Context: an optimization exercise on an open-source flow, tuned for small area, a short achievable clock period and few clock cycles per item. The choices shown serve that exercise and are no tape-out recipe.
In this exercise RTL edits were held to simulation tests only and were not proved equivalent to the original.

$ cat flow/design.v
module qg_spread_quant (
    input  wire         clk,
    input  wire         rst,
    input  wire         in_valid,
    output wire         in_ready,
    input  wire         in_first,    
    input  wire         in_blank,    
    input  wire         in_dots,     
    input  wire         in_grey3,    
    input  wire [16:0]  in_share,    
    input  wire [15:0]  in_gain,     
    input  wire [2:0]   in_lev,      
    input  wire [127:0] in_vol,      
    output reg          out_valid,
    output reg  [2:0]   out_lev,
    output reg          out_clip
);
    assign in_ready = 1'b1;
    reg         s1_valid;
    reg         s1_first, s1_blank, s1_dots, s1_grey3;
    reg [16:0]  s1_share;
    reg [15:0]  s1_ngain;    
    reg [2:0]   s1_lev;
    reg [111:0] s1_vol;
    always @(posedge clk) begin
        s1_valid <= in_valid && !rst;
        s1_first <= in_first;
        s1_blank <= in_blank;
        s1_dots  <= in_dots;
        s1_grey3 <= in_grey3;
        s1_share <= in_share;
        s1_ngain <= ~(in_dots ? 16'h4000 : in_gain);
        s1_lev   <= in_lev;
        s1_vol   <= in_vol[127:16];
    end
    genvar gi;
    wire [18:-1] bs = {2'b00, s1_share, 1'b0};     
    wire [15:0]  bg = ~s1_ngain;
    wire [32:0] mul_a, mul_b;
    wire bn0 = bs[1];
    wire b10 = bs[0] ^ 1'b0;
    wire b20 = (bs[1] & ~bs[0] & ~1'b0) | (~bs[1] & bs[0] & 1'b0);
    wire bp0_0 = ((b10 & bg[0]) | (b20 & 1'b0)) ^ bn0;
    wire bp0_1 = ((b10 & bg[1]) | (b20 & bg[0])) ^ bn0;
    wire bp0_2 = ((b10 & bg[2]) | (b20 & bg[1])) ^ bn0;
    wire bp0_3 = ((b10 & bg[3]) | (b20 & bg[2])) ^ bn0;
    wire bp0_4 = ((b10 & bg[4]) | (b20 & bg[3])) ^ bn0;
    wire bp0_5 = ((b10 & bg[5]) | (b20 & bg[4])) ^ bn0;
    wire bp0_6 = ((b10 & bg[6]) | (b20 & bg[5])) ^ bn0;
    wire bp0_7 = ((b10 & bg[7]) | (b20 & bg[6])) ^ bn0;
    wire bp0_8 = ((b10 & bg[8]) | (b20 & bg[7])) ^ bn0;
    wire bp0_9 = ((b10 & bg[9]) | (b20 & bg[8])) ^ bn0;
    wire bp0_10 = ((b10 & bg[10]) | (b20 & bg[9])) ^ bn0;
    wire bp0_11 = ((b10 & bg[11]) | (b20 & bg[10])) ^ bn0;
    wire bp0_12 = ((b10 & bg[12]) | (b20 & bg[11])) ^ bn0;
    wire bp0_13 = ((b10 & bg[13]) | (b20 & bg[12])) ^ bn0;
    wire bp0_14 = ((b10 & bg[14]) | (b20 & bg[13])) ^ bn0;
    wire bp0_15 = ((b10 & bg[15]) | (b20 & bg[14])) ^ bn0;
    wire bp0_16 = ((b10 & 1'b0) | (b20 & bg[15])) ^ bn0;
    wire bn1 = bs[3];
    wire b11 = bs[2] ^ bs[1];
    wire b21 = (bs[3] & ~bs[2] & ~bs[1]) | (~bs[3] & bs[2] & bs[1]);
    wire bp1_0 = ((b11 & bg[0]) | (b21 & 1'b0)) ^ bn1;
    wire bp1_1 = ((b11 & bg[1]) | (b21 & bg[0])) ^ bn1;
    wire bp1_2 = ((b11 & bg[2]) | (b21 & bg[1])) ^ bn1;
    wire bp1_3 = ((b11 & bg[3]) | (b21 & bg[2])) ^ bn1;
    wire bp1_4 = ((b11 & bg[4]) | (b21 & bg[3])) ^ bn1;
    wire bp1_5 = ((b11 & bg[5]) | (b21 & bg[4])) ^ bn1;
    wire bp1_6 = ((b11 & bg[6]) | (b21 & bg[5])) ^ bn1;
    wire bp1_7 = ((b11 & bg[7]) | (b21 & bg[6])) ^ bn1;
    wire bp1_8 = ((b11 & bg[8]) | (b21 & bg[7])) ^ bn1;
    wire bp1_9 = ((b11 & bg[9]) | (b21 & bg[8])) ^ bn1;
    wire bp1_10 = ((b11 & bg[10]) | (b21 & bg[9])) ^ bn1;
    wire bp1_11 = ((b11 & bg[11]) | (b21 & bg[10])) ^ bn1;
    wire bp1_12 = ((b11 & bg[12]) | (b21 & bg[11])) ^ bn1;
    wire bp1_13 = ((b11 & bg[13]) | (b21 & bg[12])) ^ bn1;
    wire bp1_14 = ((b11 & bg[14]) | (b21 & bg[13])) ^ bn1;
    wire bp1_15 = ((b11 & bg[15]) | (b21 & bg[14])) ^ bn1;
    wire bp1_16 = ((b11 & 1'b0) | (b21 & bg[15])) ^ bn1;
    wire bn2 = bs[5];
    wire b12 = bs[4] ^ bs[3];
    wire b22 = (bs[5] & ~bs[4] & ~bs[3]) | (~bs[5] & bs[4] & bs[3]);
    wire bp2_0 = ((b12 & bg[0]) | (b22 & 1'b0)) ^ bn2;
    wire bp2_1 = ((b12 & bg[1]) | (b22 & bg[0])) ^ bn2;
    wire bp2_2 = ((b12 & bg[2]) | (b22 & bg[1])) ^ bn2;
    wire bp2_3 = ((b12 & bg[3]) | (b22 & bg[2])) ^ bn2;
    wire bp2_4 = ((b12 & bg[4]) | (b22 & bg[3])) ^ bn2;
    wire bp2_5 = ((b12 & bg[5]) | (b22 & bg[4])) ^ bn2;
    wire bp2_6 = ((b12 & bg[6]) | (b22 & bg[5])) ^ bn2;
    wire bp2_7 = ((b12 & bg[7]) | (b22 & bg[6])) ^ bn2;
    wire bp2_8 = ((b12 & bg[8]) | (b22 & bg[7])) ^ bn2;
    wire bp2_9 = ((b12 & bg[9]) | (b22 & bg[8])) ^ bn2;
    wire bp2_10 = ((b12 & bg[10]) | (b22 & bg[9])) ^ bn2;
    wire bp2_11 = ((b12 & bg[11]) | (b22 & bg[10])) ^ bn2;
    wire bp2_12 = ((b12 & bg[12]) | (b22 & bg[11])) ^ bn2;
    wire bp2_13 = ((b12 & bg[13]) | (b22 & bg[12])) ^ bn2;
    wire bp2_14 = ((b12 & bg[14]) | (b22 & bg[13])) ^ bn2;
    wire bp2_15 = ((b12 & bg[15]) | (b22 & bg[14])) ^ bn2;
    wire bp2_16 = ((b12 & 1'b0) | (b22 & bg[15])) ^ bn2;
    wire bn3 = bs[7];
    wire b13 = bs[6] ^ bs[5];
    wire b23 = (bs[7] & ~bs[6] & ~bs[5]) | (~bs[7] & bs[6] & bs[5]);
    wire bp3_0 = ((b13 & bg[0]) | (b23 & 1'b0)) ^ bn3;
    wire bp3_1 = ((b13 & bg[1]) | (b23 & bg[0])) ^ bn3;
    wire bp3_2 = ((b13 & bg[2]) | (b23 & bg[1])) ^ bn3;
    wire bp3_3 = ((b13 & bg[3]) | (b23 & bg[2])) ^ bn3;
    wire bp3_4 = ((b13 & bg[4]) | (b23 & bg[3])) ^ bn3;
    wire bp3_5 = ((b13 & bg[5]) | (b23 & bg[4])) ^ bn3;
    wire bp3_6 = ((b13 & bg[6]) | (b23 & bg[5])) ^ bn3;
    wire bp3_7 = ((b13 & bg[7]) | (b23 & bg[6])) ^ bn3;
    wire bp3_8 = ((b13 & bg[8]) | (b23 & bg[7])) ^ bn3;
    wire bp3_9 = ((b13 & bg[9]) | (b23 & bg[8])) ^ bn3;
    wire bp3_10 = ((b13 & bg[10]) | (b23 & bg[9])) ^ bn3;
    wire bp3_11 = ((b13 & bg[11]) | (b23 & bg[10])) ^ bn3;
    wire bp3_12 = ((b13 & bg[12]) | (b23 & bg[11])) ^ bn3;
    wire bp3_13 = ((b13 & bg[13]) | (b23 & bg[12])) ^ bn3;
    wire bp3_14 = ((b13 & bg[14]) | (b23 & bg[13])) ^ bn3;
    wire bp3_15 = ((b13 & bg[15]) | (b23 & bg[14])) ^ bn3;
    wire bp3_16 = ((b13 & 1'b0) | (b23 & bg[15])) ^ bn3;
    wire bn4 = bs[9];
    wire b14 = bs[8] ^ bs[7];
    wire b24 = (bs[9] & ~bs[8] & ~bs[7]) | (~bs[9] & bs[8] & bs[7]);
    wire bp4_0 = ((b14 & bg[0]) | (b24 & 1'b0)) ^ bn4;
    wire bp4_1 = ((b14 & bg[1]) | (b24 & bg[0])) ^ bn4;
    wire bp4_2 = ((b14 & bg[2]) | (b24 & bg[1])) ^ bn4;
    wire bp4_3 = ((b14 & bg[3]) | (b24 & bg[2])) ^ bn4;
    wire bp4_4 = ((b14 & bg[4]) | (b24 & bg[3])) ^ bn4;
    wire bp4_5 = ((b14 & bg[5]) | (b24 & bg[4])) ^ bn4;
    wire bp4_6 = ((b14 & bg[6]) | (b24 & bg[5])) ^ bn4;
    wire bp4_7 = ((b14 & bg[7]) | (b24 & bg[6])) ^ bn4;
    wire bp4_8 = ((b14 & bg[8]) | (b24 & bg[7])) ^ bn4;
    wire bp4_9 = ((b14 & bg[9]) | (b24 & bg[8])) ^ bn4;
    wire bp4_10 = ((b14 & bg[10]) | (b24 & bg[9])) ^ bn4;
    wire bp4_11 = ((b14 & bg[11]) | (b24 & bg[10])) ^ bn4;
    wire bp4_12 = ((b14 & bg[12]) | (b24 & bg[11])) ^ bn4;
    wire bp4_13 = ((b14 & bg[13]) | (b24 & bg[12])) ^ bn4;
    wire bp4_14 = ((b14 & bg[14]) | (b24 & bg[13])) ^ bn4;
    wire bp4_15 = ((b14 & bg[15]) | (b24 & bg[14])) ^ bn4;
    wire bp4_16 = ((b14 & 1'b0) | (b24 & bg[15])) ^ bn4;
    wire bn5 = bs[11];
    wire b15 = bs[10] ^ bs[9];
    wire b25 = (bs[11] & ~bs[10] & ~bs[9]) | (~bs[11] & bs[10] & bs[9]);
    wire bp5_0 = ((b15 & bg[0]) | (b25 & 1'b0)) ^ bn5;
    wire bp5_1 = ((b15 & bg[1]) | (b25 & bg[0])) ^ bn5;
    wire bp5_2 = ((b15 & bg[2]) | (b25 & bg[1])) ^ bn5;
    wire bp5_3 = ((b15 & bg[3]) | (b25 & bg[2])) ^ bn5;
    wire bp5_4 = ((b15 & bg[4]) | (b25 & bg[3])) ^ bn5;
    wire bp5_5 = ((b15 & bg[5]) | (b25 & bg[4])) ^ bn5;
    wire bp5_6 = ((b15 & bg[6]) | (b25 & bg[5])) ^ bn5;
    wire bp5_7 = ((b15 & bg[7]) | (b25 & bg[6])) ^ bn5;
    wire bp5_8 = ((b15 & bg[8]) | (b25 & bg[7])) ^ bn5;
    wire bp5_9 = ((b15 & bg[9]) | (b25 & bg[8])) ^ bn5;
    wire bp5_10 = ((b15 & bg[10]) | (b25 & bg[9])) ^ bn5;
    wire bp5_11 = ((b15 & bg[11]) | (b25 & bg[10])) ^ bn5;
    wire bp5_12 = ((b15 & bg[12]) | (b25 & bg[11])) ^ bn5;
    wire bp5_13 = ((b15 & bg[13]) | (b25 & bg[12])) ^ bn5;
    wire bp5_14 = ((b15 & bg[14]) | (b25 & bg[13])) ^ bn5;
    wire bp5_15 = ((b15 & bg[15]) | (b25 & bg[14])) ^ bn5;
    wire bp5_16 = ((b15 & 1'b0) | (b25 & bg[15])) ^ bn5;
    wire bn6 = bs[13];
    wire b16 = bs[12] ^ bs[11];
    wire b26 = (bs[13] & ~bs[12] & ~bs[11]) | (~bs[13] & bs[12] & bs[11]);
    wire bp6_0 = ((b16 & bg[0]) | (b26 & 1'b0)) ^ bn6;
    wire bp6_1 = ((b16 & bg[1]) | (b26 & bg[0])) ^ bn6;
    wire bp6_2 = ((b16 & bg[2]) | (b26 & bg[1])) ^ bn6;
    wire bp6_3 = ((b16 & bg[3]) | (b26 & bg[2])) ^ bn6;
    wire bp6_4 = ((b16 & bg[4]) | (b26 & bg[3])) ^ bn6;
    wire bp6_5 = ((b16 & bg[5]) | (b26 & bg[4])) ^ bn6;
    wire bp6_6 = ((b16 & bg[6]) | (b26 & bg[5])) ^ bn6;
    wire bp6_7 = ((b16 & bg[7]) | (b26 & bg[6])) ^ bn6;
    wire bp6_8 = ((b16 & bg[8]) | (b26 & bg[7])) ^ bn6;
    wire bp6_9 = ((b16 & bg[9]) | (b26 & bg[8])) ^ bn6;
    wire bp6_10 = ((b16 & bg[10]) | (b26 & bg[9])) ^ bn6;
    wire bp6_11 = ((b16 & bg[11]) | (b26 & bg[10])) ^ bn6;
    wire bp6_12 = ((b16 & bg[12]) | (b26 & bg[11])) ^ bn6;
    wire bp6_13 = ((b16 & bg[13]) | (b26 & bg[12])) ^ bn6;
    wire bp6_14 = ((b16 & bg[14]) | (b26 & bg[13])) ^ bn6;
    wire bp6_15 = ((b16 & bg[15]) | (b26 & bg[14])) ^ bn6;
    wire bp6_16 = ((b16 & 1'b0) | (b26 & bg[15])) ^ bn6;
    wire bn7 = bs[15];
    wire b17 = bs[14] ^ bs[13];
    wire b27 = (bs[15] & ~bs[14] & ~bs[13]) | (~bs[15] & bs[14] & bs[13]);
    wire bp7_0 = ((b17 & bg[0]) | (b27 & 1'b0)) ^ bn7;
    wire bp7_1 = ((b17 & bg[1]) | (b27 & bg[0])) ^ bn7;
    wire bp7_2 = ((b17 & bg[2]) | (b27 & bg[1])) ^ bn7;
    wire bp7_3 = ((b17 & bg[3]) | (b27 & bg[2])) ^ bn7;
    wire bp7_4 = ((b17 & bg[4]) | (b27 & bg[3])) ^ bn7;
    wire bp7_5 = ((b17 & bg[5]) | (b27 & bg[4])) ^ bn7;
    wire bp7_6 = ((b17 & bg[6]) | (b27 & bg[5])) ^ bn7;
    wire bp7_7 = ((b17 & bg[7]) | (b27 & bg[6])) ^ bn7;
    wire bp7_8 = ((b17 & bg[8]) | (b27 & bg[7])) ^ bn7;
    wire bp7_9 = ((b17 & bg[9]) | (b27 & bg[8])) ^ bn7;
    wire bp7_10 = ((b17 & bg[10]) | (b27 & bg[9])) ^ bn7;
    wire bp7_11 = ((b17 & bg[11]) | (b27 & bg[10])) ^ bn7;
    wire bp7_12 = ((b17 & bg[12]) | (b27 & bg[11])) ^ bn7;
    wire bp7_13 = ((b17 & bg[13]) | (b27 & bg[12])) ^ bn7;
    wire bp7_14 = ((b17 & bg[14]) | (b27 & bg[13])) ^ bn7;
    wire bp7_15 = ((b17 & bg[15]) | (b27 & bg[14])) ^ bn7;
    wire bp7_16 = ((b17 & 1'b0) | (b27 & bg[15])) ^ bn7;
    wire bn8 = bs[17];
    wire b18 = bs[16] ^ bs[15];
    wire b28 = (bs[17] & ~bs[16] & ~bs[15]) | (~bs[17] & bs[16] & bs[15]);
    wire bp8_0 = ((b18 & bg[0]) | (b28 & 1'b0)) ^ bn8;
    wire bp8_1 = ((b18 & bg[1]) | (b28 & bg[0])) ^ bn8;
    wire bp8_2 = ((b18 & bg[2]) | (b28 & bg[1])) ^ bn8;
    wire bp8_3 = ((b18 & bg[3]) | (b28 & bg[2])) ^ bn8;
    wire bp8_4 = ((b18 & bg[4]) | (b28 & bg[3])) ^ bn8;
    wire bp8_5 = ((b18 & bg[5]) | (b28 & bg[4])) ^ bn8;
    wire bp8_6 = ((b18 & bg[6]) | (b28 & bg[5])) ^ bn8;
    wire bp8_7 = ((b18 & bg[7]) | (b28 & bg[6])) ^ bn8;
    wire bp8_8 = ((b18 & bg[8]) | (b28 & bg[7])) ^ bn8;
    wire bp8_9 = ((b18 & bg[9]) | (b28 & bg[8])) ^ bn8;
    wire bp8_10 = ((b18 & bg[10]) | (b28 & bg[9])) ^ bn8;
    wire bp8_11 = ((b18 & bg[11]) | (b28 & bg[10])) ^ bn8;
    wire bp8_12 = ((b18 & bg[12]) | (b28 & bg[11])) ^ bn8;
    wire bp8_13 = ((b18 & bg[13]) | (b28 & bg[12])) ^ bn8;
    wire bp8_14 = ((b18 & bg[14]) | (b28 & bg[13])) ^ bn8;
    wire bp8_15 = ((b18 & bg[15]) | (b28 & bg[14])) ^ bn8;
    wire bp8_16 = ((b18 & 1'b0) | (b28 & bg[15])) ^ bn8;
    wire s1 = bp0_16 ^ bp1_14;
    wire c2 = bp0_16 & bp1_14;
    wire s3 = ~bn0 ^ bp1_15 ^ bp2_13;
    wire c4 = (~bn0 & bp1_15) | (~bn0 & bp2_13) | (bp1_15 & bp2_13);
    wire s5 = bp1_16 ^ bp2_14;
    wire c6 = bp1_16 & bp2_14;
    wire s7 = bp0_10 ^ bp1_8;
    wire c8 = bp0_10 & bp1_8;
    wire s9 = bp0_11 ^ bp1_9;
    wire c10 = bp0_11 & bp1_9;
    wire s11 = bp0_12 ^ bp1_10 ^ bp2_8;
    wire c12 = (bp0_12 & bp1_10) | (bp0_12 & bp2_8) | (bp1_10 & bp2_8);
    wire s13 = bp3_6 ^ bp4_4;
    wire c14 = bp3_6 & bp4_4;
    wire s15 = bp0_13 ^ bp1_11 ^ bp2_9;
    wire c16 = (bp0_13 & bp1_11) | (bp0_13 & bp2_9) | (bp1_11 & bp2_9);
    wire s17 = bp3_7 ^ bp4_5 ^ bp5_3;
    wire c18 = (bp3_7 & bp4_5) | (bp3_7 & bp5_3) | (bp4_5 & bp5_3);
    wire s19 = bp0_14 ^ bp1_12 ^ bp2_10;
    wire c20 = (bp0_14 & bp1_12) | (bp0_14 & bp2_10) | (bp1_12 & bp2_10);
    wire s21 = bp3_8 ^ bp4_6 ^ bp5_4;
    wire c22 = (bp3_8 & bp4_6) | (bp3_8 & bp5_4) | (bp4_6 & bp5_4);
    wire s23 = bp6_2 ^ bp7_0;
    wire c24 = bp6_2 & bp7_0;
    wire s25 = bp0_15 ^ bp1_13 ^ bp2_11;
    wire c26 = (bp0_15 & bp1_13) | (bp0_15 & bp2_11) | (bp1_13 & bp2_11);
    wire s27 = bp3_9 ^ bp4_7 ^ bp5_5;
    wire c28 = (bp3_9 & bp4_7) | (bp3_9 & bp5_5) | (bp4_7 & bp5_5);
    wire s29 = bp6_3 ^ bp7_1;
    wire c30 = bp6_3 & bp7_1;
    wire s31 = s1 ^ bp2_12 ^ bp3_10;
    wire c32 = (s1 & bp2_12) | (s1 & bp3_10) | (bp2_12 & bp3_10);
    wire s33 = bp4_8 ^ bp5_6 ^ bp6_4;
    wire c34 = (bp4_8 & bp5_6) | (bp4_8 & bp6_4) | (bp5_6 & bp6_4);
    wire s35 = bp7_2 ^ bp8_0 ^ bn8;
    wire c36 = (bp7_2 & bp8_0) | (bp7_2 & bn8) | (bp8_0 & bn8);
    wire s37 = c2 ^ s3 ^ bp3_11;
    wire c38 = (c2 & s3) | (c2 & bp3_11) | (s3 & bp3_11);
    wire s39 = bp4_9 ^ bp5_7 ^ bp6_5;
    wire c40 = (bp4_9 & bp5_7) | (bp4_9 & bp6_5) | (bp5_7 & bp6_5);
    wire s41 = bp7_3 ^ bp8_1 ^ 1'b1;
    wire c42 = (bp7_3 & bp8_1) | (bp7_3 & 1'b1) | (bp8_1 & 1'b1);
    wire s43 = c4 ^ s5 ^ bp3_12;
    wire c44 = (c4 & s5) | (c4 & bp3_12) | (s5 & bp3_12);
    wire s45 = bp4_10 ^ bp5_8 ^ bp6_6;
    wire c46 = (bp4_10 & bp5_8) | (bp4_10 & bp6_6) | (bp5_8 & bp6_6);
    wire s47 = bp7_4 ^ bp8_2 ^ 1'b1;
    wire c48 = (bp7_4 & bp8_2) | (bp7_4 & 1'b1) | (bp8_2 & 1'b1);
    wire s49 = c6 ^ ~bn1 ^ bp2_15;
    wire c50 = (c6 & ~bn1) | (c6 & bp2_15) | (~bn1 & bp2_15);
    wire s51 = bp3_13 ^ bp4_11 ^ bp5_9;
    wire c52 = (bp3_13 & bp4_11) | (bp3_13 & bp5_9) | (bp4_11 & bp5_9);
    wire s53 = bp6_7 ^ bp7_5 ^ bp8_3;
    wire c54 = (bp6_7 & bp7_5) | (bp6_7 & bp8_3) | (bp7_5 & bp8_3);
    wire s55 = bp2_16 ^ bp3_14 ^ bp4_12;
    wire c56 = (bp2_16 & bp3_14) | (bp2_16 & bp4_12) | (bp3_14 & bp4_12);
    wire s57 = bp5_10 ^ bp6_8 ^ bp7_6;
    wire c58 = (bp5_10 & bp6_8) | (bp5_10 & bp7_6) | (bp6_8 & bp7_6);
    wire s59 = bp8_4 ^ 1'b1;
    wire c60 = bp8_4 & 1'b1;
    wire s61 = ~bn2 ^ bp3_15 ^ bp4_13;
    wire c62 = (~bn2 & bp3_15) | (~bn2 & bp4_13) | (bp3_15 & bp4_13);
    wire s63 = bp5_11 ^ bp6_9 ^ bp7_7;
    wire c64 = (bp5_11 & bp6_9) | (bp5_11 & bp7_7) | (bp6_9 & bp7_7);
    wire s65 = bp3_16 ^ bp4_14 ^ bp5_12;
    wire c66 = (bp3_16 & bp4_14) | (bp3_16 & bp5_12) | (bp4_14 & bp5_12);
    wire s67 = bp6_10 ^ bp7_8;
    wire c68 = bp6_10 & bp7_8;
    wire s69 = ~bn3 ^ bp4_15 ^ bp5_13;
    wire c70 = (~bn3 & bp4_15) | (~bn3 & bp5_13) | (bp4_15 & bp5_13);
    wire s71 = bp4_16 ^ bp5_14;
    wire c72 = bp4_16 & bp5_14;
    wire s73 = bp0_6 ^ bp1_4;
    wire c74 = bp0_6 & bp1_4;
    wire s75 = bp0_7 ^ bp1_5;
    wire c76 = bp0_7 & bp1_5;
    wire s77 = bp0_8 ^ bp1_6 ^ bp2_4;
    wire c78 = (bp0_8 & bp1_6) | (bp0_8 & bp2_4) | (bp1_6 & bp2_4);
    wire s79 = bp3_2 ^ bp4_0;
    wire c80 = bp3_2 & bp4_0;
    wire s81 = bp0_9 ^ bp1_7 ^ bp2_5;
    wire c82 = (bp0_9 & bp1_7) | (bp0_9 & bp2_5) | (bp1_7 & bp2_5);
    wire s83 = bp3_3 ^ bp4_1;
    wire c84 = bp3_3 & bp4_1;
    wire s85 = s7 ^ bp2_6 ^ bp3_4;
    wire c86 = (s7 & bp2_6) | (s7 & bp3_4) | (bp2_6 & bp3_4);
    wire s87 = bp4_2 ^ bp5_0 ^ bn5;
    wire c88 = (bp4_2 & bp5_0) | (bp4_2 & bn5) | (bp5_0 & bn5);
    wire s89 = c8 ^ s9 ^ bp2_7;
    wire c90 = (c8 & s9) | (c8 & bp2_7) | (s9 & bp2_7);
    wire s91 = bp3_5 ^ bp4_3 ^ bp5_1;
    wire c92 = (bp3_5 & bp4_3) | (bp3_5 & bp5_1) | (bp4_3 & bp5_1);
    wire s93 = c10 ^ s11 ^ s13;
    wire c94 = (c10 & s11) | (c10 & s13) | (s11 & s13);
    wire s95 = bp5_2 ^ bp6_0 ^ bn6;
    wire c96 = (bp5_2 & bp6_0) | (bp5_2 & bn6) | (bp6_0 & bn6);
    wire s97 = c12 ^ c14 ^ s15;
    wire c98 = (c12 & c14) | (c12 & s15) | (c14 & s15);
    wire s99 = s17 ^ bp6_1 ^ 1'b1;
    wire c100 = (s17 & bp6_1) | (s17 & 1'b1) | (bp6_1 & 1'b1);
    wire s101 = c16 ^ c18 ^ s19;
    wire c102 = (c16 & c18) | (c16 & s19) | (c18 & s19);
    wire s103 = s21 ^ s23 ^ bn7;
    wire c104 = (s21 & s23) | (s21 & bn7) | (s23 & bn7);
    wire s105 = c20 ^ c22 ^ c24;
    wire c106 = (c20 & c22) | (c20 & c24) | (c22 & c24);
    wire s107 = s25 ^ s27 ^ s29;
    wire c108 = (s25 & s27) | (s25 & s29) | (s27 & s29);
    wire s109 = c26 ^ c28 ^ c30;
    wire c110 = (c26 & c28) | (c26 & c30) | (c28 & c30);
    wire s111 = s31 ^ s33 ^ s35;
    wire c112 = (s31 & s33) | (s31 & s35) | (s33 & s35);
    wire s113 = c32 ^ c34 ^ c36;
    wire c114 = (c32 & c34) | (c32 & c36) | (c34 & c36);
    wire s115 = s37 ^ s39 ^ s41;
    wire c116 = (s37 & s39) | (s37 & s41) | (s39 & s41);
    wire s117 = c38 ^ c40 ^ c42;
    wire c118 = (c38 & c40) | (c38 & c42) | (c40 & c42);
    wire s119 = s43 ^ s45 ^ s47;
    wire c120 = (s43 & s45) | (s43 & s47) | (s45 & s47);
    wire s121 = c44 ^ c46 ^ c48;
    wire c122 = (c44 & c46) | (c44 & c48) | (c46 & c48);
    wire s123 = s49 ^ s51 ^ s53;
    wire c124 = (s49 & s51) | (s49 & s53) | (s51 & s53);
    wire s125 = c50 ^ c52 ^ c54;
    wire c126 = (c50 & c52) | (c50 & c54) | (c52 & c54);
    wire s127 = s55 ^ s57 ^ s59;
    wire c128 = (s55 & s57) | (s55 & s59) | (s57 & s59);
    wire s129 = c56 ^ c58 ^ c60;
    wire c130 = (c56 & c58) | (c56 & c60) | (c58 & c60);
    wire s131 = s61 ^ s63 ^ bp8_5;
    wire c132 = (s61 & s63) | (s61 & bp8_5) | (s63 & bp8_5);
    wire s133 = c62 ^ c64 ^ s65;
    wire c134 = (c62 & c64) | (c62 & s65) | (c64 & s65);
    wire s135 = s67 ^ bp8_6 ^ 1'b1;
    wire c136 = (s67 & bp8_6) | (s67 & 1'b1) | (bp8_6 & 1'b1);
    wire s137 = c66 ^ c68 ^ s69;
    wire c138 = (c66 & c68) | (c66 & s69) | (c68 & s69);
    wire s139 = bp6_11 ^ bp7_9 ^ bp8_7;
    wire c140 = (bp6_11 & bp7_9) | (bp6_11 & bp8_7) | (bp7_9 & bp8_7);
    wire s141 = c70 ^ s71 ^ bp6_12;
    wire c142 = (c70 & s71) | (c70 & bp6_12) | (s71 & bp6_12);
    wire s143 = bp7_10 ^ bp8_8 ^ 1'b1;
    wire c144 = (bp7_10 & bp8_8) | (bp7_10 & 1'b1) | (bp8_8 & 1'b1);
    wire s145 = c72 ^ ~bn4 ^ bp5_15;
    wire c146 = (c72 & ~bn4) | (c72 & bp5_15) | (~bn4 & bp5_15);
    wire s147 = bp6_13 ^ bp7_11 ^ bp8_9;
    wire c148 = (bp6_13 & bp7_11) | (bp6_13 & bp8_9) | (bp7_11 & bp8_9);
    wire s149 = bp5_16 ^ bp6_14 ^ bp7_12;
    wire c150 = (bp5_16 & bp6_14) | (bp5_16 & bp7_12) | (bp6_14 & bp7_12);
    wire s151 = bp8_10 ^ 1'b1;
    wire c152 = bp8_10 & 1'b1;
    wire s153 = ~bn5 ^ bp6_15 ^ bp7_13;
    wire c154 = (~bn5 & bp6_15) | (~bn5 & bp7_13) | (bp6_15 & bp7_13);
    wire s155 = bp6_16 ^ bp7_14;
    wire c156 = bp6_16 & bp7_14;
    wire s157 = bp0_4 ^ bp1_2;
    wire c158 = bp0_4 & bp1_2;
    wire s159 = bp0_5 ^ bp1_3;
    wire c160 = bp0_5 & bp1_3;
    wire s161 = s73 ^ bp2_2 ^ bp3_0;
    wire c162 = (s73 & bp2_2) | (s73 & bp3_0) | (bp2_2 & bp3_0);
    wire s163 = c74 ^ s75 ^ bp2_3;
    wire c164 = (c74 & s75) | (c74 & bp2_3) | (s75 & bp2_3);
    wire s165 = c76 ^ s77 ^ s79;
    wire c166 = (c76 & s77) | (c76 & s79) | (s77 & s79);
    wire s167 = c78 ^ c80 ^ s81;
    wire c168 = (c78 & c80) | (c78 & s81) | (c80 & s81);
    wire s169 = c82 ^ c84 ^ s85;
    wire c170 = (c82 & c84) | (c82 & s85) | (c84 & s85);
    wire s171 = c86 ^ c88 ^ s89;
    wire c172 = (c86 & c88) | (c86 & s89) | (c88 & s89);
    wire s173 = c90 ^ c92 ^ s93;
    wire c174 = (c90 & c92) | (c90 & s93) | (c92 & s93);
    wire s175 = c94 ^ c96 ^ s97;
    wire c176 = (c94 & c96) | (c94 & s97) | (c96 & s97);
    wire s177 = c98 ^ c100 ^ s101;
    wire c178 = (c98 & c100) | (c98 & s101) | (c100 & s101);
    wire s179 = c102 ^ c104 ^ s105;
    wire c180 = (c102 & c104) | (c102 & s105) | (c104 & s105);
    wire s181 = c106 ^ c108 ^ s109;
    wire c182 = (c106 & c108) | (c106 & s109) | (c108 & s109);
    wire s183 = c110 ^ c112 ^ s113;
    wire c184 = (c110 & c112) | (c110 & s113) | (c112 & s113);
    wire s185 = c114 ^ c116 ^ s117;
    wire c186 = (c114 & c116) | (c114 & s117) | (c116 & s117);
    wire s187 = c118 ^ c120 ^ s121;
    wire c188 = (c118 & c120) | (c118 & s121) | (c120 & s121);
    wire s189 = c122 ^ c124 ^ s125;
    wire c190 = (c122 & c124) | (c122 & s125) | (c124 & s125);
    wire s191 = c126 ^ c128 ^ s129;
    wire c192 = (c126 & c128) | (c126 & s129) | (c128 & s129);
    wire s193 = c130 ^ c132 ^ s133;
    wire c194 = (c130 & c132) | (c130 & s133) | (c132 & s133);
    wire s195 = c134 ^ c136 ^ s137;
    wire c196 = (c134 & c136) | (c134 & s137) | (c136 & s137);
    wire s197 = c138 ^ c140 ^ s141;
    wire c198 = (c138 & c140) | (c138 & s141) | (c140 & s141);
    wire s199 = c142 ^ c144 ^ s145;
    wire c200 = (c142 & c144) | (c142 & s145) | (c144 & s145);
    wire s201 = c146 ^ c148 ^ s149;
    wire c202 = (c146 & c148) | (c146 & s149) | (c148 & s149);
    wire s203 = c150 ^ c152 ^ s153;
    wire c204 = (c150 & c152) | (c150 & s153) | (c152 & s153);
    wire s205 = c154 ^ s155 ^ bp8_12;
    wire c206 = (c154 & s155) | (c154 & bp8_12) | (s155 & bp8_12);
    wire s207 = c156 ^ ~bn6 ^ bp7_15;
    wire c208 = (c156 & ~bn6) | (c156 & bp7_15) | (~bn6 & bp7_15);
    wire s209 = bp7_16 ^ bp8_14;
    wire c210 = bp7_16 & bp8_14;
    wire s211 = bp0_2 ^ bp1_0;
    wire c212 = bp0_2 & bp1_0;
    wire s213 = bp0_3 ^ bp1_1;
    wire c214 = bp0_3 & bp1_1;
    wire s215 = s157 ^ bp2_0 ^ bn2;
    wire c216 = (s157 & bp2_0) | (s157 & bn2) | (bp2_0 & bn2);
    wire s217 = c158 ^ s159 ^ bp2_1;
    wire c218 = (c158 & s159) | (c158 & bp2_1) | (s159 & bp2_1);
    wire s219 = c160 ^ s161 ^ bn3;
    wire c220 = (c160 & s161) | (c160 & bn3) | (s161 & bn3);
    wire s221 = c162 ^ s163 ^ bp3_1;
    wire c222 = (c162 & s163) | (c162 & bp3_1) | (s163 & bp3_1);
    wire s223 = c164 ^ s165 ^ bn4;
    wire c224 = (c164 & s165) | (c164 & bn4) | (s165 & bn4);
    wire s225 = c166 ^ s167 ^ s83;
    wire c226 = (c166 & s167) | (c166 & s83) | (s167 & s83);
    wire s227 = c168 ^ s169 ^ s87;
    wire c228 = (c168 & s169) | (c168 & s87) | (s169 & s87);
    wire s229 = c170 ^ s171 ^ s91;
    wire c230 = (c170 & s171) | (c170 & s91) | (s171 & s91);
    wire s231 = c172 ^ s173 ^ s95;
    wire c232 = (c172 & s173) | (c172 & s95) | (s173 & s95);
    wire s233 = c174 ^ s175 ^ s99;
    wire c234 = (c174 & s175) | (c174 & s99) | (s175 & s99);
    wire s235 = c176 ^ s177 ^ s103;
    wire c236 = (c176 & s177) | (c176 & s103) | (s177 & s103);
    wire s237 = c178 ^ s179 ^ s107;
    wire c238 = (c178 & s179) | (c178 & s107) | (s179 & s107);
    wire s239 = c180 ^ s181 ^ s111;
    wire c240 = (c180 & s181) | (c180 & s111) | (s181 & s111);
    wire s241 = c182 ^ s183 ^ s115;
    wire c242 = (c182 & s183) | (c182 & s115) | (s183 & s115);
    wire s243 = c184 ^ s185 ^ s119;
    wire c244 = (c184 & s185) | (c184 & s119) | (s185 & s119);
    wire s245 = c186 ^ s187 ^ s123;
    wire c246 = (c186 & s187) | (c186 & s123) | (s187 & s123);
    wire s247 = c188 ^ s189 ^ s127;
    wire c248 = (c188 & s189) | (c188 & s127) | (s189 & s127);
    wire s249 = c190 ^ s191 ^ s131;
    wire c250 = (c190 & s191) | (c190 & s131) | (s191 & s131);
    wire s251 = c192 ^ s193 ^ s135;
    wire c252 = (c192 & s193) | (c192 & s135) | (s193 & s135);
    wire s253 = c194 ^ s195 ^ s139;
    wire c254 = (c194 & s195) | (c194 & s139) | (s195 & s139);
    wire s255 = c196 ^ s197 ^ s143;
    wire c256 = (c196 & s197) | (c196 & s143) | (s197 & s143);
    wire s257 = c198 ^ s199 ^ s147;
    wire c258 = (c198 & s199) | (c198 & s147) | (s199 & s147);
    wire s259 = c200 ^ s201 ^ s151;
    wire c260 = (c200 & s201) | (c200 & s151) | (s201 & s151);
    wire s261 = c202 ^ s203 ^ bp8_11;
    wire c262 = (c202 & s203) | (c202 & bp8_11) | (s203 & bp8_11);
    wire s263 = c204 ^ s205 ^ 1'b1;
    wire c264 = (c204 & s205) | (c204 & 1'b1) | (s205 & 1'b1);
    wire s265 = c206 ^ s207 ^ bp8_13;
    wire c266 = (c206 & s207) | (c206 & bp8_13) | (s207 & bp8_13);
    wire s267 = c208 ^ s209 ^ 1'b1;
    wire c268 = (c208 & s209) | (c208 & 1'b1) | (s209 & 1'b1);
    wire s269 = c210 ^ ~bn7 ^ bp8_15;
    wire c270 = (c210 & ~bn7) | (c210 & bp8_15) | (~bn7 & bp8_15);
    wire s271 = bp8_16 ^ 1'b1;
    wire c272 = bp8_16 & 1'b1;
    assign mul_a = {c270, c268, c266, c264, c262, c260, c258, c256, c254, c252, c250, c248, c246, c244, c242, c240, c238, c236, c234, c232, c230, c228, c226, c224, c222, c220, c218, c216, c214, c212, s211, bp0_1, bp0_0};
    assign mul_b = {s271, s269, s267, s265, s263, s261, s259, s257, s255, s253, s251, s249, s247, s245, s243, s241, s239, s237, s235, s233, s231, s229, s227, s225, s223, s221, s219, s217, s215, s213, bn1, 1'b0, bn0};
    function carry13(input [12:0] x, input [12:0] y);
        integer k;
        reg c;
        begin
            c = 1'b0;
            for (k = 0; k < 13; k = k + 1)
                c = (x[k] & y[k]) | (x[k] & c) | (y[k] & c);
            carry13 = c;
        end
    endfunction
    wire [32:13] prod = mul_a[32:13] + mul_b[32:13] + carry13(mul_a[12:0], mul_b[12:0]);
    wire        sat  = !s1_dots && (|prod[32:30]);
    wire [15:0] v1 [0:7];                        
    assign v1[0] = 16'd0;
    generate
        for (gi = 1; gi < 8; gi = gi + 1) begin : g_v1
            assign v1[gi] = s1_vol[16*gi-16 +: 16];
        end
    endgenerate
    wire [16:0] a    = sat ? 17'h0ffff : prod[30:14];
    reg         s2_valid;
    reg         s2_blank, s2_grey3;
    reg [16:0]  s2_a;
    reg [15:0]  s2_own;
    reg [111:0] s2_vol;
    always @(posedge clk) begin
        s2_valid <= s1_valid && !rst;
        s2_blank <= s1_blank;
        s2_grey3 <= s1_grey3;
        s2_a     <= a;
        s2_own   <= v1[s1_lev];
        s2_vol   <= s1_vol;
    end
    wire [15:0] v [0:8];
    assign v[0] = 16'd0;
    assign v[8] = 16'd0;
    generate
        for (gi = 1; gi < 8; gi = gi + 1) begin : g_v2
            assign v[gi] = s2_vol[16*gi-16 +: 16];
        end
    endgenerate
    reg  [15:0] c_want;
    reg  [15:0] c_nvol;      
    wire [18:0] w_p  = {3'd0, s2_own};
    wire [18:0] w_q  = {2'd0, s2_a};
    wire [18:0] w_v  = {3'b111, c_nvol};
    wire [18:0] w_s1 = w_p ^ w_q ^ w_v;
    wire [18:0] w_c1 = (w_p & w_q) | (w_p & w_v) | (w_q & w_v);
    wire [18:0] w_r  = {w_c1[17:0], 1'b1};
    wire [18:0] w_u  = {3'd0, c_want};
    wire [18:0] w_s2 = w_s1 ^ w_r ^ w_u;
    wire [18:0] w_c2 = (w_s1 & w_r) | (w_s1 & w_u) | (w_r & w_u);
    wire [18:0] want = w_s2 + {w_c2[17:0], 1'b0};
    wire        neg  = want[18];
    wire        big  = !neg && (|want[17:16]);
    function carry19(input [18:0] x, input [18:0] y, input ci);
        integer k;
        reg c;
        begin
            c = ci;
            for (k = 0; k < 19; k = k + 1)
                c = (x[k] & y[k]) | (x[k] & c) | (y[k] & c);
            carry19 = c;
        end
    endfunction
    wire [19:0] nw2 = ~{want, 1'b0};
    wire [7:1]  up;
    generate
        for (gi = 1; gi < 8; gi = gi + 1) begin : g_up
            wire [19:0] y = {4'd0, v[gi-1]};
            wire [19:0] z = {4'd0, v[gi]};
            wire [19:0] s = nw2 ^ y ^ z;
            wire [19:0] c = (nw2 & y) | (nw2 & z) | (y & z);
            wire        t = s[19] ^ c[18] ^ carry19(s[18:0], {c[17:0], 1'b0}, 1'b1);
            assign up[gi] = (gi < 4 || s2_grey3) && t && carry19({3'd0, v[gi]}, {3'b111, ~v[gi-1]}, 1'b0);
        end
    endgenerate
    wire [7:0] at_b;
    assign at_b[7] = up[7];
    assign at_b[6] = up[6] && !up[7];
    assign at_b[5] = up[5] && !(|up[7:6]);
    assign at_b[4] = up[4] && !(|up[7:5]);
    assign at_b[3] = up[3] && !(|up[7:4]);
    assign at_b[2] = up[2] && !(|up[7:3]);
    assign at_b[1] = up[1] && !(|up[7:2]);
    assign at_b[0] = !(|up[7:1]);
    wire [2:0] best = {at_b[7] | at_b[6] | at_b[5] | at_b[4],
                       at_b[7] | at_b[6] | at_b[3] | at_b[2],
                       at_b[7] | at_b[5] | at_b[3] | at_b[1]};
    reg [15:0] v_sel;
    integer l;
    always @(*) begin
        v_sel = 16'd0;
        for (l = 1; l < 8; l = l + 1)
            v_sel = v_sel | ({16{at_b[l]}} & v[l]);
    end
    wire [15:0] v_top = s2_grey3 ? v[7] : v[3];
    wire        clip  = !neg && (big || !carry19({3'd0, v_top}, {3'b111, nw2[16:1]}, 1'b1));
    wire        zero  = clip || neg;
    always @(posedge clk) begin
        out_valid <= s2_valid && !rst;
        if (s1_valid && s1_first) begin
            c_want <= 16'd0;
            c_nvol <= 16'hffff;
        end else if (s2_valid && !s2_blank) begin
            c_want <= zero ? 16'd0 : want[15:0];
            c_nvol <= zero ? 16'hffff : ~v_sel;
        end
        out_lev  <= s2_blank ? 3'd0 : best;
        out_clip <= !s2_blank && clip;
    end
endmodule
$ cat flow/flow/run.sh
#!/bin/bash
# The standard layout, except that the ports are buffered with the
# smallest buffer (sky130_fd_sc_hd__buf_1) instead of the delay cell
# buffer_ports picks by itself, and clock tree synthesis uses smaller
# leaf buffers and adds no dummy loads.  Synthesis is the standard one.
set -euo pipefail
bash standard.sh synth > synth.log 2>&1
bash standard.sh "BUFFER_PORTS_ARGS=-buffer_cell sky130_fd_sc_hd__buf_1" \
    "CTS_ARGS=-sink_clustering_enable -repair_clock_nets -sink_clustering_size 16 -sink_clustering_max_diameter 80 -sink_clustering_buffer sky130_fd_sc_hd__clkbuf_8 -dont_use_dummy_load" \
    finish > layout.log 2>&1
$ cat flow/standard.sh
#!/bin/bash
# synth_recipe.tcl (not shown) runs the flow's synth.tcl, then flattens the netlist and writes it again
# the make line also repeats each setting of config.mk as NAME=value (left out here)
make -C /OpenROAD-flow-scripts/flow DESIGN_CONFIG=/design/flow/config.mk WORK_HOME=/design/flow/orfs CLKGATE_MAP_FILE= SYNTH_SCRIPT=/design/flow/synth_recipe.tcl "${@:-finish}"
$ cat flow/config.mk
export PLATFORM = sky130hd
export DESIGN_NAME = qg_spread_quant
export DESIGN_NICKNAME = qg_spread_quant
export VERILOG_FILES = /design/flow/design.v
export SDC_FILE = /design/flow/constraint.sdc
export NUM_CORES = 4
export LEC_CHECK = 0
export ABC_AREA = 1
export CAP_MARGIN = 20
export CORE_MARGIN = 2
export CORE_UTILIZATION = 60
export PLACE_DENSITY = 0.75
export SLEW_MARGIN = 20
$ cat flow/constraint.sdc
create_clock -name core_clock -period 36.0 [get_ports {clk}]
set_input_delay 7.2000 -clock core_clock [delete_from_list [all_inputs] [get_ports {clk}]]
set_output_delay 7.2000 -clock core_clock [all_outputs]
set_load 0.01 [all_outputs]
==> results of run 1 <==
[layout by cell type, fill, tap and decap left out, drive strengths merged, types with 3 or more instances in the layout]
master / n
o21bai: 9
clkbuf: 28
o211ai: 4
clkinv: 3
buf: 178
nand3b: 3
nand3: 137
nor2: 145
ha: 81
o22ai: 243
nand4: 45
or2: 23
a22o: 17
nor3: 13
o21a: 4
a221oi: 11
o21ai: 69
dfxtp: 338
a21oi: 106
xnor2: 15
inv: 601
xor2: 145
nand2: 575
fa: 222
o31ai: 3
a22oi: 52
o22a: 3
maj3: 3
nor4: 4
[per-layer routing]
layer  vias up  GRT usage [%]
li1       9736              -
met1      9810           41.0
met2       822           56.4
met3       196           4.74
met4         0           14.6
met5         -              0
[state kept, by name (all words and copies together) (netlist names), 3 cells and up]
register	flops
c_nvol	16
s1_share	17
s2_own	16
s1_lev	3
s1_ngain	16
s2_vol	112
out_lev	3
s1_vol	112
s2_a	17
c_want	16
[kinds of logic (layout without fill, tap and decap cells)]
family,after synthesis,after routing
compound gates,529,529
xor+xnor,160,160
fa+ha+maj,306,306
buf+inv,713,810
flops,338,338
other cells,1,2
simple gates,947,947
[layout make-up]
class | instances | area [sq um] | area share [%]
antenna | 1 | 2.50 | 0.00994
clock buffer | 28 | 419 | 1.67
inverter | 604 | 2270 | 9.02
multi-input combinational | 1943 | 14300 | 56.9
sequential | 338 | 6770 | 26.9
tap | 518 | 648 | 2.57
timing repair buffer | 178 | 739 | 2.94
[path summary, 6_finish.rpt]
kind / end / slack [ns] / depth (start not counted) / start
max: out_lev[1] / 27.76 / 1 / out_lev[1]
min: s2_vol[30] / 0.32 / 0 / s1_vol[30]
max reg2reg: s2_a[1] / 28.92 / 25 / s1_share[1]
min reg2reg: s2_vol[30] / 0.32 / 0 / s1_vol[30]
==> results.ini, run 1 <==
[detailed_routing]
met2_length_mm=31.6
drt-total-wl_mm=65.9
route.layer.met1.wl_mm=26.3
routedWlPerCell_um=18.3
top_layer_used=met4
initialDrtViolationCount=1577
drtAntennaViolNets=0
vias=20600
drt_pre_antenna_iters=6
drcViolationCount=0
routed_via_density=5.70
route.met3.wl_mm=5.07

[yosys]
post-synth-top-area-cell=sky130_fd_sc_hd__dfxtp_1
syn-instance-count=2994
synth_top_family_by_area=adder cells
leading_cell_type_by_number_of_instances_after_synthesis=sky130_fd_sc_hd__inv_1
post_synth_main_area_contributors=sky130_fd_sc_hd__dfxtp_1, sky130_fd_sc_hd__fa_1, sky130_fd_sc_hd__inv_1
synth_area_sq_um=23800
syn_area_per_cell_sq_um=7.94
share_of_the_synthesized_area_in_compound_gates_ao_oa_aoi_oai_pct=13.9
synth_edf_count=0
async_sr_flop_fraction_pct=0
yosys.area_share.simple_pct=17.0
synth_flop_cell=sky130_fd_sc_hd__dfxtp_1
synth_seq_cells=338
synth.cells.most_frequent=sky130_fd_sc_hd__inv_1, sky130_fd_sc_hd__nand2_1, sky130_fd_sc_hd__dfxtp_1
synthesis.nets=3468
synth_adder_area_share_pct=23.1
yosysTopAreaCellShare_pct=28.4
yosysUniqueCellTypes=58
synth_sequential_area_ratio_pct=28.4
synthMuxAreaShare_pct=0
yosysWarningCount=1
synthXorXnorAreaFrac_pct=5.97

[worst_setup_path]
crit_path_max_fanout=1
end_kind=primary output
crit_required_ns=28.80
cp_top_family=flip-flops
crit_slowest_cell=sky130_fd_sc_hd__dfxtp_1
timing.critical_path.cells=buf_1
criticalPathCategory=flip-flop to primary output
worst_setup_path_start_kind=flip-flop
cp_num_buf_inv=1
worstPathArrival_ns=1.04
cpPeakStageDelay_ns=0.32

[layout]
final.fill_count=3473
finish.instance_area_sq_um=25200
area.growth.synth_to_final_pct=5.83
final_core_util_pct=64.7
drive_above_1_share_pct=3.40
num-nets-final=3567
instances_no_fill=3610

[place]
preCtsSetupSlack_ns=27.86
io_buffers=159
place_area_sq_um=24800
dp.final_hpwl_mm=50.8
numPlacedInstances=3581
place.gp.congestion=0.939

[global_routing]
grt_start_max_net_pins=52
first_pass_grt_wire_length_mm=108
vias_in_the_first_global_route=21400
antenna_found_initial=1
grt_util_all_layers_pct=32.8
global_route.overflow_total=0

[run]
cap_viol_max_count=0

[timing]
holdWs_ns=0.320
tightest_slew_ns=1.05
post-route-period-util_pct=22.9
rsz_0062_raised_after_global_routing=no
final.setup.tns_ns=0
report.final.setup_viol=0
finalWorstPathRequiredPeriod_ns=8.24
report.final.hold_viol_count=0
worst_slew_margin_rel_pct=29.9
finalWorstSetupSlack_ns=27.76
final-max-slew-violation-count=0
clock_skew_ns=0.0515
achievable_clock_frequency_ghz=0.121

[clock_tree]
cts_buffers=28
cts_h_tree_depth=1
number_of_clock_sinks=338
cts-root-buf=sky130_fd_sc_hd__clkbuf_16
cts.hold.buffers_added=0
postCtsSetupRepairBufs=0
post_cts_resize_count=0
path_clk_slew_ns=0.10
worst_skew_pair.late_latency_ns=0.55
max_buffers_root_to_sink=3
cts_tree=done

[floorplan]
placement_rows=72
initial_core_utilization_pct=61.1
dieHeight_um=203
core_region_area_sq_um=38900
die_x_um=203
io_pins=177
design.die.area_sq_um=41300

[hold_path]
holdCritPathClass=flip-flop to flip-flop

[status]
outcome=finished clean

Testbench counts, summed over its fixed seeds: cycles 40,016, items 40,000.
==> run 2, diff against run 1 <==
--- a/flow/design.v
+++ b/flow/design.v
@@ -503,25 +503,18 @@
     endfunction
     wire [32:13] prod = mul_a[32:13] + mul_b[32:13] + carry13(mul_a[12:0], mul_b[12:0]);
     wire        sat  = !s1_dots && (|prod[32:30]);
-    wire [15:0] v1 [0:7];                        
-    assign v1[0] = 16'd0;
-    generate
-        for (gi = 1; gi < 8; gi = gi + 1) begin : g_v1
-            assign v1[gi] = s1_vol[16*gi-16 +: 16];
-        end
-    endgenerate
     wire [16:0] a    = sat ? 17'h0ffff : prod[30:14];
     reg         s2_valid;
     reg         s2_blank, s2_grey3;
     reg [16:0]  s2_a;
-    reg [15:0]  s2_own;
+    reg [2:0]   s2_lev;
     reg [111:0] s2_vol;
     always @(posedge clk) begin
         s2_valid <= s1_valid && !rst;
         s2_blank <= s1_blank;
         s2_grey3 <= s1_grey3;
         s2_a     <= a;
-        s2_own   <= v1[s1_lev];
+        s2_lev   <= s1_lev;
         s2_vol   <= s1_vol;
     end
     wire [15:0] v [0:8];
@@ -534,13 +527,13 @@
     endgenerate
     reg  [15:0] c_want;
     reg  [15:0] c_nvol;      
-    wire [18:0] w_p  = {3'd0, s2_own};
+    wire [18:0] w_p  = {3'd0, c_want};
     wire [18:0] w_q  = {2'd0, s2_a};
     wire [18:0] w_v  = {3'b111, c_nvol};
     wire [18:0] w_s1 = w_p ^ w_q ^ w_v;
     wire [18:0] w_c1 = (w_p & w_q) | (w_p & w_v) | (w_q & w_v);
     wire [18:0] w_r  = {w_c1[17:0], 1'b1};
-    wire [18:0] w_u  = {3'd0, c_want};
+    wire [18:0] w_u  = {3'd0, v[s2_lev]};
     wire [18:0] w_s2 = w_s1 ^ w_r ^ w_u;
     wire [18:0] w_c2 = (w_s1 & w_r) | (w_s1 & w_u) | (w_r & w_u);
     wire [18:0] want = w_s2 + {w_c2[17:0], 1'b0};
@@ -592,7 +585,7 @@
     wire        zero  = clip || neg;
     always @(posedge clk) begin
         out_valid <= s2_valid && !rst;
-        if (s1_valid && s1_first) begin
+        if (rst || (s1_valid && s1_first)) begin
             c_want <= 16'd0;
             c_nvol <= 16'hffff;
         end else if (s2_valid && !s2_blank) begin
--- a/flow/config.mk
+++ b/flow/config.mk
@@ -8,6 +8,8 @@
 export ABC_AREA = 1
 export CAP_MARGIN = 20
 export CORE_MARGIN = 2
-export CORE_UTILIZATION = 60
-export PLACE_DENSITY = 0.75
+export CORE_UTILIZATION = 40
+export CTS_CLUSTER_DIAMETER = 100
+export CTS_CLUSTER_SIZE = 22
+export PLACE_DENSITY = 0.6
 export SLEW_MARGIN = 20
==> results.ini, run 2 <==
[yosys]
synth_seq_cells=325
syn_area_per_cell_sq_um=7.93
yosysTopAreaCellShare_pct=27.7
synth_area_sq_um=23500
yosysUniqueCellTypes=56
yosysWarningCount=1
synth_sequential_area_ratio_pct=27.7
post-synth-top-area-cell=sky130_fd_sc_hd__dfxtp_1
synth.cells.most_frequent=sky130_fd_sc_hd__inv_1, sky130_fd_sc_hd__nand2_1, sky130_fd_sc_hd__dfxtp_1
async_sr_flop_fraction_pct=0
post_synth_main_area_contributors=sky130_fd_sc_hd__dfxtp_1, sky130_fd_sc_hd__fa_1, sky130_fd_sc_hd__inv_1
synth_flop_cell=sky130_fd_sc_hd__dfxtp_1
leading_cell_type_by_number_of_instances_after_synthesis=sky130_fd_sc_hd__inv_1
synthesis.nets=3432
syn-instance-count=2965
synth_edf_count=0

[place]
io_buffers=159
preCtsSetupSlack_ns=27.88
place.gp.congestion=0.899
numPlacedInstances=3803
place_area_sq_um=24700
dp.final_hpwl_mm=51.1

[timing]
finalWorstSetupSlack_ns=27.70
post-route-period-util_pct=23.1
worst_slew_margin_rel_pct=21.0
clock_skew_ns=0.0358
holdWs_ns=0.320
report.final.setup_viol=0
finalWorstPathRequiredPeriod_ns=8.30
rsz_0062_raised_after_global_routing=no
tightest_slew_ns=1.18
achievable_clock_frequency_ghz=0.120
final.setup.tns_ns=0
final-max-slew-violation-count=0
report.final.hold_viol_count=0

[worst_setup_path]
worstPathArrival_ns=8.72
timing.critical_path.mode_cell=sky130_fd_sc_hd__nand2_1
regToRegEndpoint=c_nvol[7]
origin_of_the_critical_flop_to_flop_path=s2_lev[2]
worst_setup_path_start_kind=flip-flop
reg2reg_setup_slack_ns=27.70
crit_path_max_fanout=51
end_kind=flip-flop
criticalPathCategory=flip-flop to flip-flop
timing.reg2reg.worst_path_depth=38
cp_num_buf_inv=5
cp_top_family=simple AND/OR/NAND/NOR gates
crit_required_ns=36.42
cpPeakStageDelay_ns=0.94
crit_slowest_cell=sky130_fd_sc_hd__nor3_1

[floorplan]
io_pins=177
dieHeight_um=246
die_x_um=246
placement_rows=88
initial_core_utilization_pct=40.6
core_region_area_sq_um=57900
design.die.area_sq_um=60700

[detailed_routing]
drt-total-wl_mm=64.6
vias=19800
drtAntennaViolNets=0
routedWlPerCell_um=16.9
routed_via_density=5.17
drt_pre_antenna_iters=5
initialDrtViolationCount=1449
drcViolationCount=0

[status]
outcome=finished clean

[clock_tree]
cts_h_tree_depth=1
cts_buffers=26
number_of_clock_sinks=325
max_buffers_root_to_sink=3
cts.hold.buffers_added=0
post_cts_resize_count=0
cts_tree=done
path_clk_slew_ns=0.09
worst_skew_pair.late_latency_ns=0.54
postCtsSetupRepairBufs=0
cts-root-buf=sky130_fd_sc_hd__clkbuf_16

[hold_path]
hold_depth=0
hold-path-endpoint=s2_vol[5]
hp-start=s1_vol[5]
holdCritPathClass=flip-flop to flip-flop

[layout]
finish.instance_area_sq_um=25100
num-nets-final=3534
final_core_util_pct=43.4
instances_no_fill=3830
area.growth.synth_to_final_pct=6.93
drive_above_1_share_pct=3.39
layout_common_cells=sky130_fd_sc_hd__inv_1, sky130_fd_sc_hd__nand2_1, sky130_fd_sc_hd__dfxtp_1
antenna_cells_inserted=0
biggestRegsByFlops=s1_vol (112), s2_vol (112)
final_common_cell=sky130_fd_sc_hd__inv_1

[global_routing]
grt_util_all_layers_pct=21.4
vias_in_the_first_global_route=19600
antenna_found_initial=0
first_pass_grt_wire_length_mm=103
global_route.overflow_total=0
grt_start_max_net_pins=52

[run]
cap_viol_max_count=0

-- run 2: cell types whose count changed after synthesis, sizes merged, moves of 8 or more --
cell     change
a2111oi      +8
a221oi       -9
a22o        -17
a22oi       -17
dfxtp       -13
inv         +34
nand2       -64
nand3       +24
nand4       -22
nor2        -19
o21bai      +20
o221ai      +10
o22ai       +40
-- run 2: cells by family (layout without fill, tap and decap cells) --
logic type,Yosys count,after routing,share of synthesized area [%]
other,1,1,0.0160
buffers and inverters,746,846,12.4
adders and majority gates,300,300,22.8
AOI/OAI and AO/OA,568,568,15.0
and+or+nand+nor,863,863,16.0
xor gates and xnor gates,162,162,6.12
DFF,325,325,27.7
-- run 2: worst max path at each step --
| stage | from | to | depth (start not counted) |
|---|---|---|---|
| 3_3_place_gp | rst | c_nvol[15] | 5 |
| 6_report | s2_lev[2] | c_nvol[7] | 38 |
| 3_5_place_dp | rst | c_nvol[14] | 5 |
| 5_1_grt | s2_lev[2] | c_nvol[0] | 39 |
| 2_1_floorplan | rst | c_nvol[10] | 4 |
| 4_1_cts | out_lev[1] | out_lev[1] | 1 |
-- run 2: per-layer routing --
metal | global-route usage (%) | wire, um
met3 | 2.85 | 4110
met5 | 0 | 0
met1 | 28.3 | 28200
met2 | 36.3 | 30300
met4 | 6.79 | 2030
-- run 2: area by class of cell --
class                   instances  area (sq um)
clock buffers                  26           392
repair buffers                181           782
flip-flops and latches        325          6510
well taps                     765           957
fillers                      6028         32800
multi-input cells            1894         14100
inverters                     639          2400
Testbench counts of run 2, summed over its fixed seeds: cycles 40,016, items 40,000.
==> run 3, diff against run 2 <==
--- a/flow/flow/run.sh
+++ b/flow/flow/run.sh
@@ -6,5 +6,5 @@
 set -euo pipefail
 bash standard.sh synth > synth.log 2>&1
 bash standard.sh "BUFFER_PORTS_ARGS=-buffer_cell sky130_fd_sc_hd__buf_1" \
-    "CTS_ARGS=-sink_clustering_enable -repair_clock_nets -sink_clustering_size 16 -sink_clustering_max_diameter 80 -sink_clustering_buffer sky130_fd_sc_hd__clkbuf_8 -dont_use_dummy_load" \
+    "CTS_ARGS=-sink_clustering_enable -repair_clock_nets -sink_clustering_size 16 -sink_clustering_max_diameter 80 -sink_clustering_buffer sky130_fd_sc_hd__clkbuf_8 -dont_use_dummy_load -sink_clustering_levels 1" \
     finish > layout.log 2>&1
==> results.ini, run 3 <==
[status]
outcome=finished clean

[timing]
final.setup.tns_ns=0
finalWorstPathRequiredPeriod_ns=8.30
clock_skew_ns=0.0358
achievable_clock_frequency_ghz=0.120
tightest_slew_ns=1.18
report.final.hold_viol_count=0
post-route-period-util_pct=23.1
report.final.setup_viol=0
final-max-slew-violation-count=0
rsz_0062_raised_after_global_routing=no
worst_slew_margin_rel_pct=21.0

[layout]
final_common_cell=sky130_fd_sc_hd__inv_1
biggestRegsByFlops=s1_vol (112), s2_vol (112)
layout_common_cells=sky130_fd_sc_hd__inv_1, sky130_fd_sc_hd__nand2_1, sky130_fd_sc_hd__dfxtp_1
num-nets-final=3534
final_core_util_pct=43.4
area.growth.synth_to_final_pct=6.93
finish.instance_area_sq_um=25100
drive_above_1_share_pct=3.39
instances_no_fill=3830
antenna_cells_inserted=0

[clock_tree]
cts_buffers=26
cts_tree=done
path_clk_slew_ns=0.09
number_of_clock_sinks=325
cts-root-buf=sky130_fd_sc_hd__clkbuf_16
cts.hold.buffers_added=0
postCtsSetupRepairBufs=0
post_cts_resize_count=0
max_buffers_root_to_sink=3
worst_skew_pair.late_latency_ns=0.54
cts_h_tree_depth=1

[worst_setup_path]
criticalPathCategory=flip-flop to flip-flop
crit_path_max_fanout=51
worst_setup_path_start_kind=flip-flop
cpPeakStageDelay_ns=0.94
worstPathArrival_ns=8.72
crit_slowest_cell=sky130_fd_sc_hd__nor3_1
end_kind=flip-flop
crit_required_ns=36.42
timing.critical_path.mode_cell=sky130_fd_sc_hd__nand2_1

[yosys]
synth_area_sq_um=23500
synth_flop_cell=sky130_fd_sc_hd__dfxtp_1
synthesis.nets=3432
synth_seq_cells=325
synth.cells.most_frequent=sky130_fd_sc_hd__inv_1, sky130_fd_sc_hd__nand2_1, sky130_fd_sc_hd__dfxtp_1
post_synth_main_area_contributors=sky130_fd_sc_hd__dfxtp_1, sky130_fd_sc_hd__fa_1, sky130_fd_sc_hd__inv_1
yosysUniqueCellTypes=56
synth_edf_count=0
yosysWarningCount=1
syn_area_per_cell_sq_um=7.93
leading_cell_type_by_number_of_instances_after_synthesis=sky130_fd_sc_hd__inv_1
syn-instance-count=2965
async_sr_flop_fraction_pct=0
post-synth-top-area-cell=sky130_fd_sc_hd__dfxtp_1
synth_sequential_area_ratio_pct=27.7
yosysTopAreaCellShare_pct=27.7

[detailed_routing]
routedWlPerCell_um=16.9
drt_pre_antenna_iters=5
drtAntennaViolNets=0
drt-total-wl_mm=64.6
vias=19800
routed_via_density=5.17
initialDrtViolationCount=1449
drcViolationCount=0

[floorplan]
placement_rows=88
dieHeight_um=246
initial_core_utilization_pct=40.6
core_region_area_sq_um=57900
io_pins=177
design.die.area_sq_um=60700
die_x_um=246

[run]
cap_viol_max_count=0

[global_routing]
grt_util_all_layers_pct=21.4
vias_in_the_first_global_route=19600
global_route.overflow_total=0
grt_start_max_net_pins=52
first_pass_grt_wire_length_mm=103
antenna_found_initial=0

[place]
dp.final_hpwl_mm=51.1
numPlacedInstances=3803
place_area_sq_um=24700
place.gp.congestion=0.899
io_buffers=159

[hold_path]
holdCritPathClass=flip-flop to flip-flop

[run 3: path summary, 6_finish.rpt]
check                               start         to  slack (ns)  cells after the start
worst min register to register  s1_vol[5]  s2_vol[5]        0.32                      0
worst max-delay path            s2_lev[2]  c_nvol[7]       27.70                     38
worst min-delay path            s1_vol[5]  s2_vol[5]        0.32                      0
worst max register to register  s2_lev[2]  c_nvol[7]       27.70                     38
[run 3: metal layers]
metal / GRT usage (%) / routed length [um] / part of all wire [%] / up-vias
li1: - / - / - / 9681
met1: 28.3 / 28200 / 44 / 9384
met4: 6.79 / 2030 / 3.1 / 0
met2: 36.3 / 30300 / 47 / 622
met3: 2.85 / 4110 / 6.4 / 97
met5: 0 / 0 / 0 / -
[run 3: cells by family after synthesis]
family                     after synthesis  synth area share [%]
and+or+nand+nor                        863                  16.0
buffers and inverters                  746                  12.4
AOI/OAI and AO/OA                      568                  15.0
DFF                                    325                  27.7
adders and majority gates              300                  22.8
xor gates and xnor gates               162                  6.12
other                                    1                0.0160
[run 3: cell type report]
cell class | instances | area [sq um]
repair buffers | 181 | 782
clock buffers | 26 | 392
well taps | 765 | 957
inverters | 639 | 2400
multi-input cells | 1894 | 14100
flip-flops and latches | 325 | 6510
fillers | 6028 | 32800
[run 3: critical path: cells and delay by family, from the launching register on]
family	cells	cell delay [ns]
compound gates	7	1.20
xor+xnor	1	0.36
fa+ha+maj	3	1.38
buf+inv	5	1.05
flops	1	0.39
simple gates	22	3.72
[run 3: per-stage QoR]
stage | setup slack [ns] | hold WS [ns]
after global routing | 27.23 | 0.339
after floorplan | 28.15 | 0.310
after global placement | 27.90 | 0.310
final | 27.70 | 0.320
after CTS | 27.72 | 0.323
after detailed placement | 27.88 | 0.312

-- separate check: timing with driven ports --
The flow's constraints put no driver on any port. The routed layouts listed below were extracted and timed again, unchanged, in two steps. Step 1 assumes that a clkbuf_16 drives the clock port and a buf_2 every other input. Step 2 adds t to the input delays and takes it off the output delays; t is the mean of the earliest and latest rising clock arrival at the registers after step 1. Input paths then give back, and output paths get back, about the clock's delay inside the block. a / b / c = no drivers / after step 1 / after step 2; a / b = the first two.
run	shift t [ns]	setup WS [ns]	clock arrival spread, ns
run 1	0.585	27.763 / 27.710 / 27.940	0.069 / 0.068
run 2	0.582	27.699 / 27.699 / 27.699	0.041 / 0.041
run 3	0.582	27.699 / 27.699 / 27.699	0.041 / 0.041
After both steps every run listed still meets setup and hold.
